This design comes from an exercise in tuning for small area on the open sky130 flow, not from production work. RTL that was checked went through simulation tests only; none was proved equivalent to the original. Power and IR drop assume default switching activity. The flow treats the clock pin as an ideal source, which a real chip does not have.

## rev 12
Design wire_guard, start of the top module:
module wire_guard (
    input  wire        clk,
    input  wire        rst_n,
    input  wire        cmd_valid,
    output wire        cmd_ready,
    input  wire        cmd_op,         
    input  wire [3:0]  cmd_chan,
    input  wire [15:0] cmd_cur,        
    input  wire [3:0]  cmd_csa,        
    input  wire [15:0] cmd_kcoef,      
    input  wire [9:0]  cmd_tau,        
    input  wire [10:0] cmd_dtmax,      
    input  wire [6:0]  cmd_winit,      
    input  wire        cmd_init,       
    output wire        res_valid,
    output wire [3:0]  res_chan,
    output wire [35:0] res_theta,
    output wire        res_latch
);
Size: ~2600 cells after synthesis, roughly 1300 flip-flops, ~120 I/O pins.
export LEC_CHECK = 0
export ABC_AREA = 1
export CAP_MARGIN = 20
export CORE_MARGIN = 2
export CORE_UTILIZATION = 60
export PLACE_DENSITY = 0.75
export SLEW_MARGIN = 20
create_clock -name core_clock -period 35.0 [get_ports {clk}]
standard.sh (not shown) runs the stock make flow with config.mk's settings and CLKGATE_MAP_FILE= SYNTH_SCRIPT=/design/flow/synth_recipe.tcl, a recipe that flattens the netlist after the stock synthesis.
==> flow/flow/run.sh <==
#!/bin/bash
set -euo pipefail
bash standard.sh \
  "CTS_ARGS=-sink_clustering_enable -repair_clock_nets -dont_use_dummy_load -buf_list sky130_fd_sc_hd__clkbuf_8 -sink_clustering_size 16 -sink_clustering_max_diameter 80" \
  "BUFFER_PORTS_ARGS=-buffer_cell sky130_fd_sc_hd__buf_1" \
  finish > flow_make.log 2>&1
Rev 12 finished end to end and its layout was clean on timing, DRC and antenna.
The following lists how rev 13 was set up differently from rev 12:
==> flow/flow/run.sh <==
#!/bin/bash
set -euo pipefail
bash standard.sh \
  "CTS_ARGS=-sink_clustering_enable -repair_clock_nets -dont_use_dummy_load -buf_list sky130_fd_sc_hd__clkbuf_16 -sink_clustering_size 30 -sink_clustering_max_diameter 80" \
  "BUFFER_PORTS_ARGS=-buffer_cell sky130_fd_sc_hd__buf_1" \
  finish > flow_make.log 2>&1
### Flow results
Rev 13 vs rev 12 on share of layout cells above drive strength 1: rev 13 is the lower one.
Minimum clock period on rev 13 is ahead of rev 12.
Compared with rev 12, rev 13 shows a higher first-pass GRT wire length.
Diff rev 12..rev 13 | fraction of power consumed by combinational cells | negligible
There was hardly any difference in total net switching power between rev 12 and rev 13.
Final clock skew (lower): rev 12
Switching share of total power for rev 13 is lower than for rev 12.
Routed wirelength normalized by instance count ends up higher on rev 13.
No run of this note included a check of the RTL's function; only the layout flow was run.

========
Another version of the RTL of wire_guard (not shown whole).
Size: roughly 2,000 cells after synthesis, roughly 1,300 flip-flops, roughly 120 I/O pins, roughly 31,000 um^2 of cells after synthesis.
==> flow/config.mk <==
export PLATFORM = sky130hd
export DESIGN_NAME = wire_guard
export DESIGN_NICKNAME = wire_guard
export VERILOG_FILES = /design/flow/design.v
export SDC_FILE = /design/flow/constraint.sdc
export NUM_CORES = 4
export LEC_CHECK = 0
export ABC_AREA = 1
export ABC_CLOCK_PERIOD_IN_PS = 35000
export CAP_MARGIN = 20
export CORE_MARGIN = 2
export CORE_UTILIZATION = 70
export PLACE_DENSITY = 0.8
export SLEW_MARGIN = 20
==> flow/constraint.sdc <==
create_clock -name core_clock -period 35.0 [get_ports {clk}]
set_input_delay 7.0000 -clock core_clock [delete_from_list [all_inputs] [get_ports {clk}]]
set_output_delay 7.0000 -clock core_clock [all_outputs]
set_load 0.01 [all_outputs]
==> flow/flow/run.sh <==
#!/bin/bash
# The standard layout (standard.sh) with these changes:
#  synthesis: ABC maps with flow/abc_area.script (area-oriented &nf mapping,
#    no buffering or resizing inside ABC), adders are not mapped to
#    Kogge-Stone carry trees or to half/full-adder cells. Flip-flops are
#    mapped exactly as in the standard synthesis.
#  CTS: clkbuf_8 clock tree, sink clusters of up to 16, no dummy loads.
#  ports: buffered with buf_1.
# Each step's full output goes to a log file in this folder (and ORFS's own
# per-step logs under orfs/logs).
set -euo pipefail
here=$(pwd)
mkdir -p "$here/scripts"
for f in "$FLOW_HOME"/scripts/*; do
  ln -sf "$f" "$here/scripts/"
done
rm -f "$here/scripts/abc_area.script"
cp "$here/flow/abc_area.script" "$here/scripts/abc_area.script"

bash standard.sh \
  "SCRIPTS_DIR=$here/scripts" \
  "ADDER_MAP_FILE=" \
  "SYNTH_OPERATIONS_ARGS=-noshare" \
  synth > "$here/log_synth.txt" 2>&1

bash standard.sh \
  "CTS_ARGS=-sink_clustering_enable -repair_clock_nets -dont_use_dummy_load -buf_list sky130_fd_sc_hd__clkbuf_8 -sink_clustering_size 16 -sink_clustering_max_diameter 60" \
  "BUFFER_PORTS_ARGS=-buffer_cell sky130_fd_sc_hd__buf_1" \
  finish > "$here/log_layout.txt" 2>&1
==> flow/flow/abc_area.script <==
strash
&get -n
&fraig -x
&put
scorr
dc2
dretime
strash
&get -n
&dch -f
&nf
&put
The baseline finished clean.
Edit:
==> flow/run.sh (new file) <==
#!/bin/bash
# synth_recipe.tcl (not shown) runs the flow's synth.tcl, then flattens the netlist and writes it again
# the make line also repeats each setting of config.mk as NAME=value (left out here)
make -C /OpenROAD-flow-scripts/flow DESIGN_CONFIG=/design/flow/config.mk WORK_HOME=/design/flow/orfs CLKGATE_MAP_FILE= SYNTH_SCRIPT=/design/flow/synth_recipe.tcl finish
Settings changed: CTS_BUF_LIST set to sky130_fd_sc_hd__clkbuf_8, CTS_CLUSTER_DIAMETER set to 60, CTS_CLUSTER_SIZE set to 16.
removed: flow/flow/run.sh
removed: flow/flow/abc_area.script
removed: flow/standard.sh
Outcome:
- The new run produced a clean layout
- combinational power rose to 3.3 times its value
- routed wire length hardly moves
- final cell count rose by 15%
- utilization rose by 1.1 points
- synthesized cell count rose by 22%
- global-route usage fell by 1.3 points
- fmax rose by 0.77%
- cell area rose by 6.8%
- non-clock buffer count fell by 3
Edit:
==> flow/flow/run.sh (new file) <==
#!/bin/bash
# The standard layout (standard.sh) with these changes:
#  synthesis: ABC maps with flow/abc_area.script (deepsyn AIG rewriting for
#    60 s, then area-oriented &nf mapping,
#    no buffering or resizing inside ABC), adders are not mapped to
#    Kogge-Stone carry trees or to half/full-adder cells. Flip-flops are
#    mapped exactly as in the standard synthesis.
#  CTS: clkbuf_8 clock tree, sink clusters of up to 16, no dummy loads.
#  ports: buffered with buf_1.
# Each step's full output goes to a log file in this folder (and ORFS's own
# per-step logs under orfs/logs).
set -euo pipefail
here=$(pwd)
mkdir -p "$here/scripts"
for f in "$FLOW_HOME"/scripts/*; do
  ln -sf "$f" "$here/scripts/"
done
rm -f "$here/scripts/abc_area.script"
cp "$here/flow/abc_area.script" "$here/scripts/abc_area.script"

bash standard.sh \
  "SCRIPTS_DIR=$here/scripts" \
  "ADDER_MAP_FILE=" \
  "SYNTH_OPERATIONS_ARGS=-noshare" \
  synth > "$here/log_synth.txt" 2>&1

bash standard.sh \
  "CTS_ARGS=-sink_clustering_enable -repair_clock_nets -dont_use_dummy_load -buf_list sky130_fd_sc_hd__clkbuf_8 -sink_clustering_size 16 -sink_clustering_max_diameter 60" \
  "BUFFER_PORTS_ARGS=-buffer_cell sky130_fd_sc_hd__buf_1" \
  finish > "$here/log_layout.txt" 2>&1
==> flow/flow/abc_area.script (new file) <==
strash
&get -n
&fraig -x
&put
scorr
dc2
dretime
strash
&get -n
&deepsyn -T 60
&dch -f
&nf -R 1000 -p -F 8 -C 32
&put
==> flow/standard.sh (new file) <==
#!/bin/bash
# synth_recipe.tcl (not shown) runs the flow's synth.tcl, then flattens the netlist and writes it again
# the make line also repeats each setting of config.mk as NAME=value (left out here)
make -C /OpenROAD-flow-scripts/flow DESIGN_CONFIG=/design/flow/config.mk WORK_HOME=/design/flow/orfs CLKGATE_MAP_FILE= SYNTH_SCRIPT=/design/flow/synth_recipe.tcl "${@:-finish}"
Settings changed: CTS_BUF_LIST sky130_fd_sc_hd__clkbuf_8 to unset, CTS_CLUSTER_DIAMETER 60 to unset, CTS_CLUSTER_SIZE 16 to unset.
removed: flow/run.sh
Final area went down by a little under a tenth; routed wire length went down by a little under a tenth; combinational power went down by well over a third; cell count went down by about a fifth; global-route usage went down by 0.20 points; count of clock-buffer cells in the layout went down by 5; critical path depth went down by 1; worst hold slack loses 7.7 ps.
Edit:
==> flow/run.sh (new file) <==
#!/bin/bash
# synth_recipe.tcl (not shown) runs the flow's synth.tcl, then flattens the netlist and writes it again
# the make line also repeats each setting of config.mk as NAME=value (left out here)
make -C /OpenROAD-flow-scripts/flow DESIGN_CONFIG=/design/flow/config.mk WORK_HOME=/design/flow/orfs CLKGATE_MAP_FILE= SYNTH_SCRIPT=/design/flow/synth_recipe.tcl finish
Settings changed: CTS_BUF_LIST set to sky130_fd_sc_hd__clkbuf_8, CTS_CLUSTER_DIAMETER set to 60, CTS_CLUSTER_SIZE set to 20.
removed: flow/flow/run.sh
removed: flow/flow/abc_area.script
removed: flow/standard.sh
Effect: Register-to-register slack is better by 2800 ps. Global-route usage falls by 0.12 points. Routed wire length went up by 6.6%. Non-clock buffer count rose by 1. Die area grows by 5.9%. Core utilization hardly moves. Fmax is about the same. Clock-buffer cell count is lower by 14. Combinational power is higher by 110%.
Edit:
==> flow/flow/run.sh (new file) <==
#!/bin/bash
# The standard layout (standard.sh) with these changes:
#  synthesis: ABC maps with flow/abc_area.script (deepsyn AIG rewriting for
#    60 s, then area-oriented &nf mapping,
#    no buffering or resizing inside ABC), adders are not mapped to
#    Kogge-Stone carry trees or to half/full-adder cells. Flip-flops are
#    mapped exactly as in the standard synthesis.
#  CTS: clkbuf_8 clock tree, sink clusters of up to 16, no dummy loads.
#  ports: buffered with buf_1.
# Each step's full output goes to a log file in this folder (and ORFS's own
# per-step logs under orfs/logs).
set -euo pipefail
here=$(pwd)
mkdir -p "$here/scripts"
for f in "$FLOW_HOME"/scripts/*; do
  ln -sf "$f" "$here/scripts/"
done
rm -f "$here/scripts/abc_area.script"
cp "$here/flow/abc_area.script" "$here/scripts/abc_area.script"

bash standard.sh \
  "SCRIPTS_DIR=$here/scripts" \
  "ADDER_MAP_FILE=" \
  "SYNTH_OPERATIONS_ARGS=-noshare" \
  synth > "$here/log_synth.txt" 2>&1

bash standard.sh \
  "CTS_ARGS=-sink_clustering_enable -repair_clock_nets -dont_use_dummy_load -buf_list sky130_fd_sc_hd__clkbuf_8 -sink_clustering_size 18 -sink_clustering_max_diameter 60" \
  "BUFFER_PORTS_ARGS=-buffer_cell sky130_fd_sc_hd__buf_1" \
  finish > "$here/log_layout.txt" 2>&1
==> flow/flow/abc_area.script (new file) <==
strash
&get -n
&fraig -x
&put
scorr
dc2
dretime
strash
&get -n
&deepsyn -T 60
&dch -f
&nf -R 1000 -p -F 8 -C 32
&put
==> flow/standard.sh (new file) <==
#!/bin/bash
# synth_recipe.tcl (not shown) runs the flow's synth.tcl, then flattens the netlist and writes it again
# the make line also repeats each setting of config.mk as NAME=value (left out here)
make -C /OpenROAD-flow-scripts/flow DESIGN_CONFIG=/design/flow/config.mk WORK_HOME=/design/flow/orfs CLKGATE_MAP_FILE= SYNTH_SCRIPT=/design/flow/synth_recipe.tcl "${@:-finish}"
Settings changed: CTS_BUF_LIST sky130_fd_sc_hd__clkbuf_8 to unset, CTS_CLUSTER_DIAMETER 60 to unset, CTS_CLUSTER_SIZE 20 to unset.
removed: flow/run.sh
What happened:
- clock power drops by about 3%
- combinational power is lower by 53%
- clock-buffer cell count came out higher by 4
- sequential cell count is unchanged
- utilization drops by 0.25 points
- sequential power shrinks by about 17%
- area after synthesis drops by 5.7%

separate check: timing with driven ports:
In the flow no input, the clock included, has a driving cell. The finished layouts below were timed again as built, in two steps.
Step 1 sets driving cells, clkbuf_16 on the clock port and buf_2 on the other inputs (assumed; they add their load-dependent delay and slew).
Step 2 also shifts input and output timing later by t, the mid clock arrival at the registers, as if the neighbouring blocks saw the same clock.
Three values: ideal ports, drivers, drivers and shift; two values: the first two.
| run | shift t [ns] | slack for setup (ns) | hold WS [ns] |
|---|---|---|---|
| rev 12 | 0.729 | 16.572 / 16.549 / 16.549 | 0.292 / 0.292 / 0.292 |
| rev 13 | 0.660 | 16.619 / 16.596 / 16.596 | 0.296 / 0.296 / 0.296 |
| the first run of note 2 | 0.714 | 14.977 / 14.943 / 14.943 | 0.265 / 0.265 / 0.265 |
| the second run of note 2 | 0.736 | 15.131 / 15.094 / 15.094 | 0.313 / 0.313 / 0.313 |
| the third run of note 2 | 0.720 | 15.132 / 15.100 / 15.100 | 0.305 / 0.305 / 0.305 |
| the fourth run of note 2 | 0.728 | 15.119 / 15.081 / 15.081 | 0.318 / 0.318 / 0.318 |
| the fifth run of note 2 | 0.706 | 15.149 / 15.116 / 15.116 | 0.306 / 0.306 / 0.306 |
After both steps setup and hold are still met in every run listed. The setup slack of the fourth run of note 2, which loses most, moves by -0.038 ns with the drivers and by -0.038 ns with both steps.
